From an optimization exercise on the open Yosys and OpenROAD flow, aimed at small area, a short achievable clock period and few clock cycles per item; shortcuts taken in it are not production practice. Function was checked by simulation only, so behaviour that the tests miss may differ from the original.

`design.v`:
```
module mx_decode (
    input  wire [15:0]       lane,
    input  wire [1:0]        fmt,       
    output reg               sign,
    output reg               is_zero,
    output reg               is_special,  
    output reg signed [9:0]  exp,       
    output reg [7:0]         sig        
);
    reg [7:0] e;
    reg [6:0] f;
    reg [2:0] k;    
    integer   i;
    always @* begin
        sign       = 1'b0;
        is_zero    = 1'b0;
        is_special = 1'b0;
        exp        = 10'sd0;
        sig        = 8'd0;
        e          = 8'd0;
        f          = 7'd0;
        k          = 3'd0;
        case (fmt)
            2'd1: begin  
                sign = lane[7];
                e    = {4'd0, lane[6:3]};
                f    = {lane[2:0], 4'd0};
                if (lane[6:0] == 7'h7f) is_special = 1'b1;
                else if (e == 8'd0) begin
                    if (f == 7'd0) is_zero = 1'b1;
                    else begin
                        for (i = 0; i < 7; i = i + 1)
                            if (f[i]) k = i[2:0];
                        exp = $signed({7'd0, k}) - 10'sd13;
                        sig = {1'b0, f} << (3'd7 - k);
                    end
                end else begin
                    exp = $signed({2'd0, e}) - 10'sd7;
                    sig = {1'b1, f};
                end
            end
            2'd2: begin  
                sign = lane[7];
                e    = {3'd0, lane[6:2]};
                f    = {lane[1:0], 5'd0};
                if (e == 8'd31) is_special = 1'b1;
                else if (e == 8'd0) begin
                    if (f == 7'd0) is_zero = 1'b1;
                    else begin
                        for (i = 0; i < 7; i = i + 1)
                            if (f[i]) k = i[2:0];
                        exp = $signed({7'd0, k}) - 10'sd21;
                        sig = {1'b0, f} << (3'd7 - k);
                    end
                end else begin
                    exp = $signed({2'd0, e}) - 10'sd15;
                    sig = {1'b1, f};
                end
            end
            default: begin  
                sign = lane[15];
                e    = lane[14:7];
                f    = lane[6:0];
                if (e == 8'd255) is_special = 1'b1;
                else if (e == 8'd0) begin
                    if (f == 7'd0) is_zero = 1'b1;
                    else begin
                        for (i = 0; i < 7; i = i + 1)
                            if (f[i]) k = i[2:0];
                        exp = $signed({7'd0, k}) - 10'sd133;
                        sig = {1'b0, f} << (3'd7 - k);
                    end
                end else begin
                    exp = $signed({2'd0, e}) - 10'sd127;
                    sig = {1'b1, f};
                end
            end
        endcase
    end
endmodule
module mx_round (
    input  wire              sign,
    input  wire              is_zero,
    input  wire signed [9:0] exp,
    input  wire [7:0]        sig,
    input  wire signed [9:0] s,        
    input  wire              elem,     
    output reg  [7:0]        code,     
    output reg               sat
);
    reg signed [10:0] eq;      
    reg signed [10:0] bexp;    
    reg [10:0]        sh;      
    reg [3:0]         shc;     
    reg [16:0]        wide;    
    reg [16:0]        kept;
    reg [4:0]         m;       
    reg               half, sticky;
    reg [4:0]         ebase;   
    reg [6:0]         mag;
    always @* begin
        eq     = {exp[9], exp} - {s[9], s};
        sat    = 1'b0;
        code   = 8'd0;
        m      = 5'd0;
        half   = 1'b0;
        sticky = 1'b0;
        kept   = 17'd0;
        ebase  = 5'd0;
        mag    = 7'd0;
        if (elem == 1'b0) begin
            bexp = eq + 11'sd7;
            if (bexp >= 11'sd1) sh = 11'd4;
            else                sh = 11'd5 - bexp;    
        end else begin
            bexp = eq + 11'sd1;
            if (bexp >= 11'sd1) sh = 11'd6;
            else                sh = 11'd7 - bexp;    
        end
        shc  = (sh > 11'd9) ? 4'd9 : sh[3:0];
        wide = {sig, 9'd0};
        kept = wide >> shc;                  
        m    = kept[13:9];
        half = kept[8];
        sticky = |kept[7:0];
        if (half && (sticky || m[0])) m = m + 5'd1;
        ebase = (bexp >= 11'sd1) ? bexp[4:0] - 5'd1 : 5'd0;
        if (elem == 1'b0) begin
            mag = {ebase[3:0], 3'd0} + {2'd0, m};
            if (eq > 11'sd8 || (eq == 11'sd8 && sig > 8'he0)) begin
                sat = 1'b1;
                mag = 7'h7e;
            end
            if (is_zero) mag = 7'd0;
            code = {sign, mag};
        end else begin
            mag = {4'd0, ebase[1:0], 1'b0} + {2'd0, m};
            if (eq > 11'sd2 || (eq == 11'sd2 && sig > 8'hc0)) begin
                sat = 1'b1;
                mag = 7'd7;
            end
            if (is_zero) mag = 7'd0;
            code = {4'd0, sign, mag[2:0]};
        end
        if (is_zero) sat = 1'b0;
    end
endmodule
module mx_quant (
    input  wire         clk,
    input  wire         rst,
    input  wire         in_valid,
    output wire         in_ready,
    input  wire [511:0] in_data,    
    input  wire [1:0]   in_fmt,     
    input  wire         in_elem,    
    input  wire [1:0]   in_shift,   
    output reg          out_valid,
    input  wire         out_ready,
    output reg  [255:0] out_elems,  
    output reg  [15:0]  out_entry   
);
    wire [31:0]  l_sign, l_zero, l_special, l_sat;
    wire [319:0] l_exp;
    wire [255:0] l_sig;
    wire [255:0] l_code;
    genvar g;
    generate
        for (g = 0; g < 32; g = g + 1) begin : lane
            mx_decode u_dec (
                .lane       (in_data[16*g +: 16]),
                .fmt        (in_fmt),
                .sign       (l_sign[g]),
                .is_zero    (l_zero[g]),
                .is_special (l_special[g]),
                .exp        (l_exp[10*g +: 10]),
                .sig        (l_sig[8*g +: 8])
            );
        end
    endgenerate
    reg signed [9:0] lvl [0:62];    
    reg signed [9:0] emax_in;
    reg              any_nonzero;
    integer          i;
    always @* begin
        for (i = 0; i < 32; i = i + 1)
            lvl[i] = l_zero[i] ? -10'sd512 : $signed(l_exp[10*i +: 10]);
        for (i = 0; i < 31; i = i + 1)
            lvl[32 + i] = (lvl[2*i] > lvl[2*i + 1]) ? lvl[2*i] : lvl[2*i + 1];
        emax_in     = lvl[62];
        any_nonzero = !(&l_zero);
    end
    reg signed [10:0] x;
    reg [7:0]         scale;
    reg signed [9:0]  s;
    always @* begin
        x = {emax_in[9], emax_in} - (in_elem ? 11'sd2 : 11'sd8) - {9'd0, in_shift} + 11'sd127;
        if (x < 11'sd0)        scale = 8'd0;
        else if (x > 11'sd254) scale = 8'd254;
        else                   scale = x[7:0];
        s = $signed({2'd0, scale}) - 10'sd127;
    end
    generate
        for (g = 0; g < 32; g = g + 1) begin : quant
            mx_round u_rnd (
                .sign    (l_sign[g]),
                .is_zero (l_zero[g]),
                .exp     (l_exp[10*g +: 10]),
                .sig     (l_sig[8*g +: 8]),
                .s       (s),
                .elem    (in_elem),
                .code    (l_code[8*g +: 8]),
                .sat     (l_sat[g])
            );
        end
    endgenerate
    wire any_special = |l_special;
    reg [255:0] next_elems;
    reg [15:0]  next_entry;
    always @* begin
        if (any_special) begin
            next_elems = 256'd0;
            next_entry = 16'h02ff;
        end else if (!any_nonzero) begin
            next_elems = l_code;             
            next_entry = 16'h017f;
        end else begin
            next_elems = l_code;
            next_entry = {5'd0, |l_sat, 2'b00, scale};
        end
    end
    assign in_ready = !out_valid || out_ready;
    always @(posedge clk) begin
        if (rst) begin
            out_valid <= 1'b0;
        end else if (in_ready) begin
            out_valid <= in_valid;
        end
    end
    always @(posedge clk) begin
        if (in_valid && in_ready) begin
            out_elems <= next_elems;
            out_entry <= next_entry;
        end
    end
endmodule
```
`run.sh`:
```
#!/bin/bash
# synth_recipe.tcl (not shown) runs the flow's synth.tcl, then flattens the netlist and writes it again
# the make line also repeats each setting of config.mk as NAME=value (left out here)
make -C /OpenROAD-flow-scripts/flow DESIGN_CONFIG=/design/flow/config.mk WORK_HOME=/design/flow/orfs CLKGATE_MAP_FILE= SYNTH_SCRIPT=/design/flow/synth_recipe.tcl finish
```
`config.mk`:
```
export PLATFORM = sky130hd
export DESIGN_NAME = mx_quant
export DESIGN_NICKNAME = mx_quant
export VERILOG_FILES = /design/flow/design.v
export SDC_FILE = /design/flow/constraint.sdc
export NUM_CORES = 4
export LEC_CHECK = 0
export CAP_MARGIN = 20
export CORE_MARGIN = 2
export CORE_UTILIZATION = 30
export SLEW_MARGIN = 20
```
`constraint.sdc`:
```
create_clock -name core_clock -period 34.0 [get_ports {clk}]
set_input_delay 6.8000 -clock core_clock [delete_from_list [all_inputs] [get_ports {clk}]]
set_output_delay 6.8000 -clock core_clock [all_outputs]
set_load 0.01 [all_outputs]
```
==> run summary <==
worst paths after layout:
| path | depth (start not counted) | slack, ns | endpoint |
|---|---|---|---|
| setup / recovery | 106 | 1.57 | out_elems[118]$_SDFFCE_PP0P_ |
| hold reg to reg | 2 | 0.53 | out_valid$_SDFFE_PP0N_ |
| setup reg to reg | 5 | 30.17 | out_elems[30]$_SDFFCE_PP0P_ |
| hold / removal | 2 | 0.53 | out_valid$_SDFFE_PP0N_ |
logic make-up after synthesis:
group           synth area share
fa+ha+maj                 0.1419
compound gates            0.2807
xor+xnor                 0.08897
flops                    0.06229
other cells           0.00002906
mux                      0.06876
buf+inv                  0.06015
simple gates              0.2972
layout by cell type, fill, tap and decap left out, types with 322 or more instances in the layout:
| cell | instances |
|---|---|
| xor2_1 | 396 |
| buf_4 | 384 |
| ha_1 | 1341 |
| mux2i_1 | 601 |
| nor2_1 | 1932 |
| xnor2_1 | 801 |
| clkdlybuf4s50_1 | 787 |
| nor3_1 | 627 |
| a21oi_1 | 1412 |
| o21ai_0 | 1104 |
| a31oi_1 | 322 |
| nand2_1 | 1885 |
| nand3_1 | 732 |
| inv_1 | 1168 |
per-layer routing:
layer | up-vias | part of all wire | track usage | routed length, µm
met1 | 70060 | 0.42 | 0.3288 | 250300
met3 | 1157 | 0.071 | 0.03904 | 41920
met5 | - | 0.00077 | 0 | 456
met4 | 68 | 0.070 | 0.1653 | 41330
met2 | 5911 | 0.44 | 0.4022 | 259700
li1 | 71310 | - | - | -
worst reg2reg max path, delay by kind of cell, from the launching register on:
family                 cells  cell delay (ns)
AND/OR/NAND/NOR            2             0.67
flip-flops                 1             0.30
buffers and inverters      3             2.44
final cells by class:
| class | instances | area [µm²] |
|---|---|---|
| repair buffers | 1190 | 11120 |
| inverters | 1180 | 4451 |
| diodes | 99 | 247.7 |
| clock buffers | 49 | 1162 |
| flip-flops and latches | 268 | 8038 |
| well taps | 5687 | 7116 |
| fillers | 46170 | 281600 |
| clock inverters | 34 | 397.9 |
| multi-input cells | 16740 | 113800 |
stage by stage:
step	cell area, µm²	setup slack [ns]	hold slack, ns
floorplan	129000	0.4996	0.5930
finish	146300	1.573	0.5303
detailed placement	144100	0.2310	0.5207
global route	146200	0.004260	0.5703
CTS	145600	1.032	0.5288
global placement	144000	0.3585	0.5193
repair_timing:
item                       CTS  global route
setup buffers                0            27
setup endpoints to repair    0           148
resized for setup            0            36
state kept, by name (all words and copies together) (netlist names):
register / cells
out_elems: 256
out_entry: 11
out_valid: 1
==> run summary <==
sequential-to-total area share from yosys stat=0.06229; Port Buffer Count=789; Crit path buffers/inverters=12; area fraction of the dominant cell type after synthesis=0.1306; routed wire length per instance=23.52 µm; placed instance count=25,040; critical path start-end classification=input port to flop; post-detailed-route via-to-cell ratio=5.882; sum of routed wire length over all layers=593.7 mm; CTS Buf Count=45; number of hold-repair buffers added at the cts stage=0; ratio of cells with drive above 1 in the final layout=0.05894; final hold violation count=0; Max Root-Sink Buffers=3; most common cell type on the critical path=ha_1; cell taking the most area after synthesis=ha_1; top cells by area in the synthesized netlist=ha_1 13%, edfxtp_1 6.2%, nor2_1 5.6%, a21oi_1 5.5%, nand2_1 5.5%; Most used DFF post-synth=edfxtp_1; num ports=795; delay-heaviest family, CP=compound AO/OA/AOI/OAI gates; post-synthesis async set-or-reset flop share=0; Total Neg Setup Slack=0 ns; cell types with the highest counts after synthesis=1,936 x nor2_1, 1,889 x nand2_1, 1,422 x a21oi_1; RSZ-0062 raised after global routing=false; outcome=finished clean; number of failing setup endpoints in the final timing report=0; Clock H-tree levels=2; gr usage total=0.2572; number of DRC violations after detailed routing=0; global placement routability congestion=1.001; count of different cell masters after synthesis=124; residual overflow from global routing=0; pin count of the biggest net entering global routing=126; launching point of the worst reg2reg path=out_valid$_SDFFE_PP0N_; Cells after Synth=19,050; data arrival time at the worst-slack endpoint=32.91 ns; number of antenna violations at the first check in global routing=149; root buffer selected by CTS=clkbuf_16; first-iteration detailed-routing DRC count=14,690; launching instance or port of the critical path=in_data[50]; post-layout utilization of the core=0.3419; Area Overhead vs Synth=13.37%; HPWL after DPL=480.0 mm; portion of the clock cycle consumed by the worst path in the final layout=0.9537; Crit path required time=34.49 ns; min-delay worst type=flop to flop; clock tree from TritonCTS=done; Synthesis Warnings=4; first-pass GRT wire length=867.2 mm; remaining max-slew budget at the tightest pin=0.1616; TritonCTS sink count=268; slowest cell delay on critical path=0.87 ns; Mapped Area=129,000 µm²; Fin Clk Skew=0.04738 ns; clock period minus final worst setup slack=32.43 ns; iteration count of the initial detailed-routing pass=10; number of vias in the routed layout=148,500; category of the worst setup path launch point=input port; fin. max-slew vios=0; min-delay src=out_valid$_SDFFE_PP0N_; clock transition at the register clock pins on the worst setup and hold paths after CTS=0.06 ns; maximum clock frequency=30.84 MHz; number of max-cap violations=0; number of global-route vias before repair=135,700; Slowest cell on crit path=clkdlybuf4s50_1; Seq cells post-synth=268; Mean Syn Cell Area=6.774 µm²; starting utilization of the core area=0.3015; Die ar.=435,400 µm²; dominant cell by count in the synthesized netlist=nor2_1; filler-free cell count of the finished design=25,250; Nets=21,360; Floorplan Core Area=427,900 µm²; clock latency on the worst-skew pair=0.79 ns; slew of the pin with the lowest slew margin=1.244 ns; kind of end point of the critical path=flop; largest fanout on the critical path=18; die height=659.8 µm; Horiz. Die Dim=659.8 µm; standard-cell row count=240; Post-synth EDFFs=267; number of nets still failing antenna checks after routing=0
Testbench counts, summed over its fixed seeds: cycles 3,208, items 3,200.

[what the ideal ports hide]
How much do the figures lean on ideal ports? The routed layout below was timed once more, with nothing changed but the port constraints. Step 1, drivers: a clkbuf_16 drives clk and a buf_2 each remaining input, both assumed. Step 2 moves the port delays by t, midway between the first and last clock arrival at a register: inputs arrive t later, outputs are due t later. That takes back most of the time a late clock gives input paths. a / b / c = ideal / step 1 / step 2; a / b = the first two.
t, ns: 0.859
setup slack, ns: 1.573 / 1.587 / 0.728
hold slack, ns: 0.530 / 0.530 / 0.530
worst register clock-pin slew, ns: 0.08 / 0.08
worst slew at a driven data input, ns: 0.40
After both steps this run still meets setup and hold. The setup slack of this run moves by +0.014 ns with the drivers and by -0.845 ns with both steps.
